What follows belongs to an exercise in optimizing a design on an open flow for small area, a short achievable clock period and few clock cycles per item; a production flow would make more cautious choices. Only simulation tests tie the RTL to the original design; equivalence was not proved.

==> module ink_add_round, before the edit <==
module ink_add_round (
    input  wire        a_zero,
    input  wire        a_sign,
    input  wire [7:0]  a_exp,
    input  wire [39:0] a_frac,
    input  wire        b_zero,
    input  wire        b_sign,
    input  wire [7:0]  b_exp,
    input  wire [39:0] b_frac,
    output reg         r_zero,
    output reg         r_sign,
    output reg  [7:0]  r_exp,
    output reg  [39:0] r_frac,
    output reg         r_sat
);
    wire        a_gt;
    ink_add #(.W(48)) u_cmp (.a({a_exp, a_frac}), .b(~{b_exp, b_frac}), .ci(1'b1), .s(), .co(a_gt));
    wire [7:0]  dab  = a_exp - b_exp;
    wire [7:0]  dba  = b_exp - a_exp;
    wire [7:0]  d    = a_gt ? dab : dba;
    wire        sub  = a_sign ^ b_sign;
    wire        g_sign = a_gt ? a_sign : b_sign;
    wire [7:0]  g_e    = a_gt ? a_exp  : b_exp;
    wire [40:0] g_m    = {1'b1, a_gt ? a_frac : b_frac};
    wire [40:0] l_m    = {1'b1, a_gt ? b_frac : a_frac};
    wire        d_far  = |d[7:6] | (d[5:0] > 6'd43);
    wire [43:0] ys     = d_far ? 44'd0 : ({l_m, 3'b000} >> d[5:0]);
    wire [43:0] mask   = d_far ? {44{1'b1}} : ~({44{1'b1}} << d[5:0]);
    wire        lost   = |({l_m, 3'b000} & mask);
    wire [43:0] y      = {ys[43:1], ys[0] | lost};
    wire [44:0] s;
    ink_add #(.W(45)) u_add (.a({1'b0, g_m, 3'b000}), .b({1'b0, y} ^ {45{sub}}), .ci(sub), .s(s), .co());
    wire [7:0]  g_p1 = g_e + 8'd1;
    wire [7:0]  g_p2 = g_e + 8'd2;
    wire [7:0]  g_m1 = g_e - 8'd1;
    wire        g_254 = (g_e == 8'd254);
    wire        g_253 = (g_e == 8'd253);
    wire        g_1   = (g_e == 8'd1);
    reg  [40:0] f_m;
    reg         f_g, f_st, f_all1;
    reg  [39:0] f_frac;
    reg  [7:0]  f_exp;
    reg         f_sat, f_zero, f_inc, f_ovf;
    always @* begin
        if (s[44]) begin
            f_m = s[44:4]; f_g = s[3]; f_st = |s[2:0]; f_all1 = &s[44:4];
        end else if (s[43]) begin
            f_m = s[43:3]; f_g = s[2]; f_st = |s[1:0]; f_all1 = &s[43:3];
        end else begin
            f_m = s[42:2]; f_g = s[1]; f_st = s[0];    f_all1 = &s[42:2];
        end
        f_inc  = f_g & (f_st | f_m[0]);
        f_ovf  = f_inc & f_all1;
        f_frac = f_m[39:0] + {39'd0, f_inc};
        if (s[44]) begin
            f_exp  = f_ovf ? g_p2 : g_p1;
            f_sat  = g_254 | (f_ovf & g_253);
            f_zero = 1'b0;
        end else if (s[43]) begin
            f_exp  = f_ovf ? g_p1 : g_e;
            f_sat  = f_ovf & g_254;
            f_zero = 1'b0;
        end else begin
            f_exp  = f_ovf ? g_e : g_m1;
            f_sat  = 1'b0;
            f_zero = ~f_ovf & g_1;
        end
    end
    wire [39:0] t = s[41:2];
    wire [5:0]  n_lz;
    wire        n_all0;
    ink_lzc #(.W(40), .N(6)) u_lz (.x(t), .n(n_lz), .all0(n_all0));
    wire [39:0] n_norm = t << n_lz;
    wire [7:0]  g_m2   = g_e - 8'd2;
    wire [7:0]  n_exp  = g_m2 - {2'd0, n_lz};
    wire        n_flush = (g_e < 8'd3) || ({2'd0, n_lz} >= g_m2);
    wire use_near = sub & (d[7:1] == 7'd0) & ~s[43] & ~s[42];
    always @* begin
        r_sat  = 1'b0;
        r_zero = 1'b0;
        r_sign = a_sign;
        r_exp  = a_exp;
        r_frac = a_frac;
        if (a_zero && b_zero) begin
            r_zero = 1'b1;
            r_sign = a_sign & b_sign;
        end else if (a_zero) begin
            r_sign = b_sign;
            r_exp  = b_exp;
            r_frac = b_frac;
        end else if (b_zero) begin
        end else if (use_near) begin
            r_sign = g_sign;
            r_exp  = n_exp;
            r_frac = {n_norm[38:0], 1'b0};
            if (n_all0) begin
                r_zero = 1'b1;
                r_sign = 1'b0;
            end else if (n_flush) begin
                r_zero = 1'b1;
            end
        end else begin
            r_sign = g_sign;
            r_exp  = f_exp;
            r_frac = f_frac;
            if (f_zero) begin
                r_zero = 1'b1;
            end else if (f_sat) begin
                r_sat  = 1'b1;
                r_exp  = 8'd254;
                r_frac = {40{1'b1}};
            end
        end
    end
endmodule
Settings: LEC_CHECK=0, ABC_AREA=1, CAP_MARGIN=20, CORE_MARGIN=2, CORE_UTILIZATION=40, SLEW_MARGIN=20; clock period 50.0 ns.
standard.sh (not shown) runs the stock make flow with config.mk's settings and CLKGATE_MAP_FILE= SYNTH_SCRIPT=/design/flow/synth_recipe.tcl, a recipe that flattens the netlist after the stock synthesis.
==> flow/flow/run.sh <==
#!/bin/bash
set -euo pipefail
bash standard.sh SETUP_SLACK_MARGIN=38.8 finish > standard_flow.log 2>&1
The baseline ran to the end with no violations.
Testbench counts at the start, summed over its fixed seeds: cycles 64,048, items 64,000.
Then changed:
--- a/flow/design.v
+++ b/flow/design.v
@@ -996,39 +996,19 @@
     wire [44:0] s;
     ink_add #(.W(45)) u_add (.a({1'b0, g_m, 3'b000}), .b({1'b0, y} ^ {45{sub}}), .ci(sub), .s(s), .co());
-    wire [7:0]  g_p1 = g_e + 8'd1;
-    wire [7:0]  g_p2 = g_e + 8'd2;
-    wire [7:0]  g_m1 = g_e - 8'd1;
-    wire        g_254 = (g_e == 8'd254);
-    wire        g_253 = (g_e == 8'd253);
-    wire        g_1   = (g_e == 8'd1);
     reg  [40:0] f_m;
-    reg         f_g, f_st, f_all1;
-    reg  [39:0] f_frac;
-    reg  [7:0]  f_exp;
-    reg         f_sat, f_zero, f_inc, f_ovf;
+    reg         f_g, f_st;
+    wire [41:0] f_r;
+    wire        f_inc = f_g & (f_st | f_m[0]);
+    ink_inc #(.W(41)) u_rnd (.a(f_m), .ci(f_inc), .s(f_r[40:0]), .co(f_r[41]));
+    reg  [9:0]  f_ef;
     always @* begin
         if (s[44]) begin
-            f_m = s[44:4]; f_g = s[3]; f_st = |s[2:0]; f_all1 = &s[44:4];
+            f_m = s[44:4]; f_g = s[3]; f_st = |s[2:0];
         end else if (s[43]) begin
-            f_m = s[43:3]; f_g = s[2]; f_st = |s[1:0]; f_all1 = &s[43:3];
+            f_m = s[43:3]; f_g = s[2]; f_st = |s[1:0];
         end else begin
-            f_m = s[42:2]; f_g = s[1]; f_st = s[0];    f_all1 = &s[42:2];
-        end
-        f_inc  = f_g & (f_st | f_m[0]);
-        f_ovf  = f_inc & f_all1;
-        f_frac = f_m[39:0] + {39'd0, f_inc};
-        if (s[44]) begin
-            f_exp  = f_ovf ? g_p2 : g_p1;
-            f_sat  = g_254 | (f_ovf & g_253);
-            f_zero = 1'b0;
-        end else if (s[43]) begin
-            f_exp  = f_ovf ? g_p1 : g_e;
-            f_sat  = f_ovf & g_254;
-            f_zero = 1'b0;
-        end else begin
-            f_exp  = f_ovf ? g_e : g_m1;
-            f_sat  = 1'b0;
-            f_zero = ~f_ovf & g_1;
+            f_m = s[42:2]; f_g = s[1]; f_st = s[0];
         end
+        f_ef = {2'b00, g_e} + {9'd0, s[44]} - {9'd0, ~s[44] & ~s[43]} + {9'd0, f_r[41]};
     end
     wire [39:0] t = s[41:2];
@@ -1037,7 +1017,5 @@
     ink_lzc #(.W(40), .N(6)) u_lz (.x(t), .n(n_lz), .all0(n_all0));
     wire [39:0] n_norm = t << n_lz;
-    wire [7:0]  g_m2   = g_e - 8'd2;
-    wire [7:0]  n_exp  = g_m2 - {2'd0, n_lz};
-    wire        n_flush = (g_e < 8'd3) || ({2'd0, n_lz} >= g_m2);
+    wire [8:0]  n_ef   = {1'b0, g_e} - {3'd0, n_lz} - 9'd2;
     wire use_near = sub & (d[7:1] == 7'd0) & ~s[43] & ~s[42];
     always @* begin
@@ -1057,19 +1035,19 @@
         end else if (use_near) begin
             r_sign = g_sign;
-            r_exp  = n_exp;
+            r_exp  = n_ef[7:0];
             r_frac = {n_norm[38:0], 1'b0};
             if (n_all0) begin
                 r_zero = 1'b1;
                 r_sign = 1'b0;
-            end else if (n_flush) begin
+            end else if (n_ef[8] || n_ef == 9'd0) begin
                 r_zero = 1'b1;
             end
         end else begin
             r_sign = g_sign;
-            r_exp  = f_exp;
-            r_frac = f_frac;
-            if (f_zero) begin
+            r_exp  = f_ef[7:0];
+            r_frac = f_r[39:0];
+            if (f_ef == 10'd0) begin
                 r_zero = 1'b1;
-            end else if (f_sat) begin
+            end else if (f_ef > 10'd254) begin
                 r_sat  = 1'b1;
                 r_exp  = 8'd254;
Result: Cell area went up by 7.5%. Routed wire length is lower by 4.8%. Register-to-register slack is worse by 930 ps. Fmax went down by 4.8%. Worst hold slack stays flat. Global-route usage drops by 1.8 points. Die area hardly moves. Non-clock buffer count climbs by 180. Sequential cell count stays the same. Clock skew goes down by 16 ps. Worst setup slack loses 570 ps.
Testbench counts after the change, summed over its fixed seeds: cycles 64,048, items 64,000.

==> separate check: timing with driven ports <==
The results above use ideal ports. As a check the final layouts listed here were re-extracted and re-timed, cells and wires unchanged. Step 1 sets driving cells, clkbuf_16 on the clock port and buf_2 on the other inputs (assumed; they add their load-dependent delay and slew). Step 2 moves the port delays by t, midway between the first and last clock arrival at a register: inputs arrive t later, outputs are due t later. That takes back most of the time a late clock gives input paths. Three values: no drivers, after step 1, after step 2; two values: the first two.
run	shift t [ns]	setup slack, ns	latest minus earliest clock arrival (ns)
the first run	0.669	38.828 / 38.757 / 39.147	0.059 / 0.059
the second run	0.667	38.261 / 38.261 / 38.261	0.042 / 0.041
After both steps every run listed still meets setup and hold.
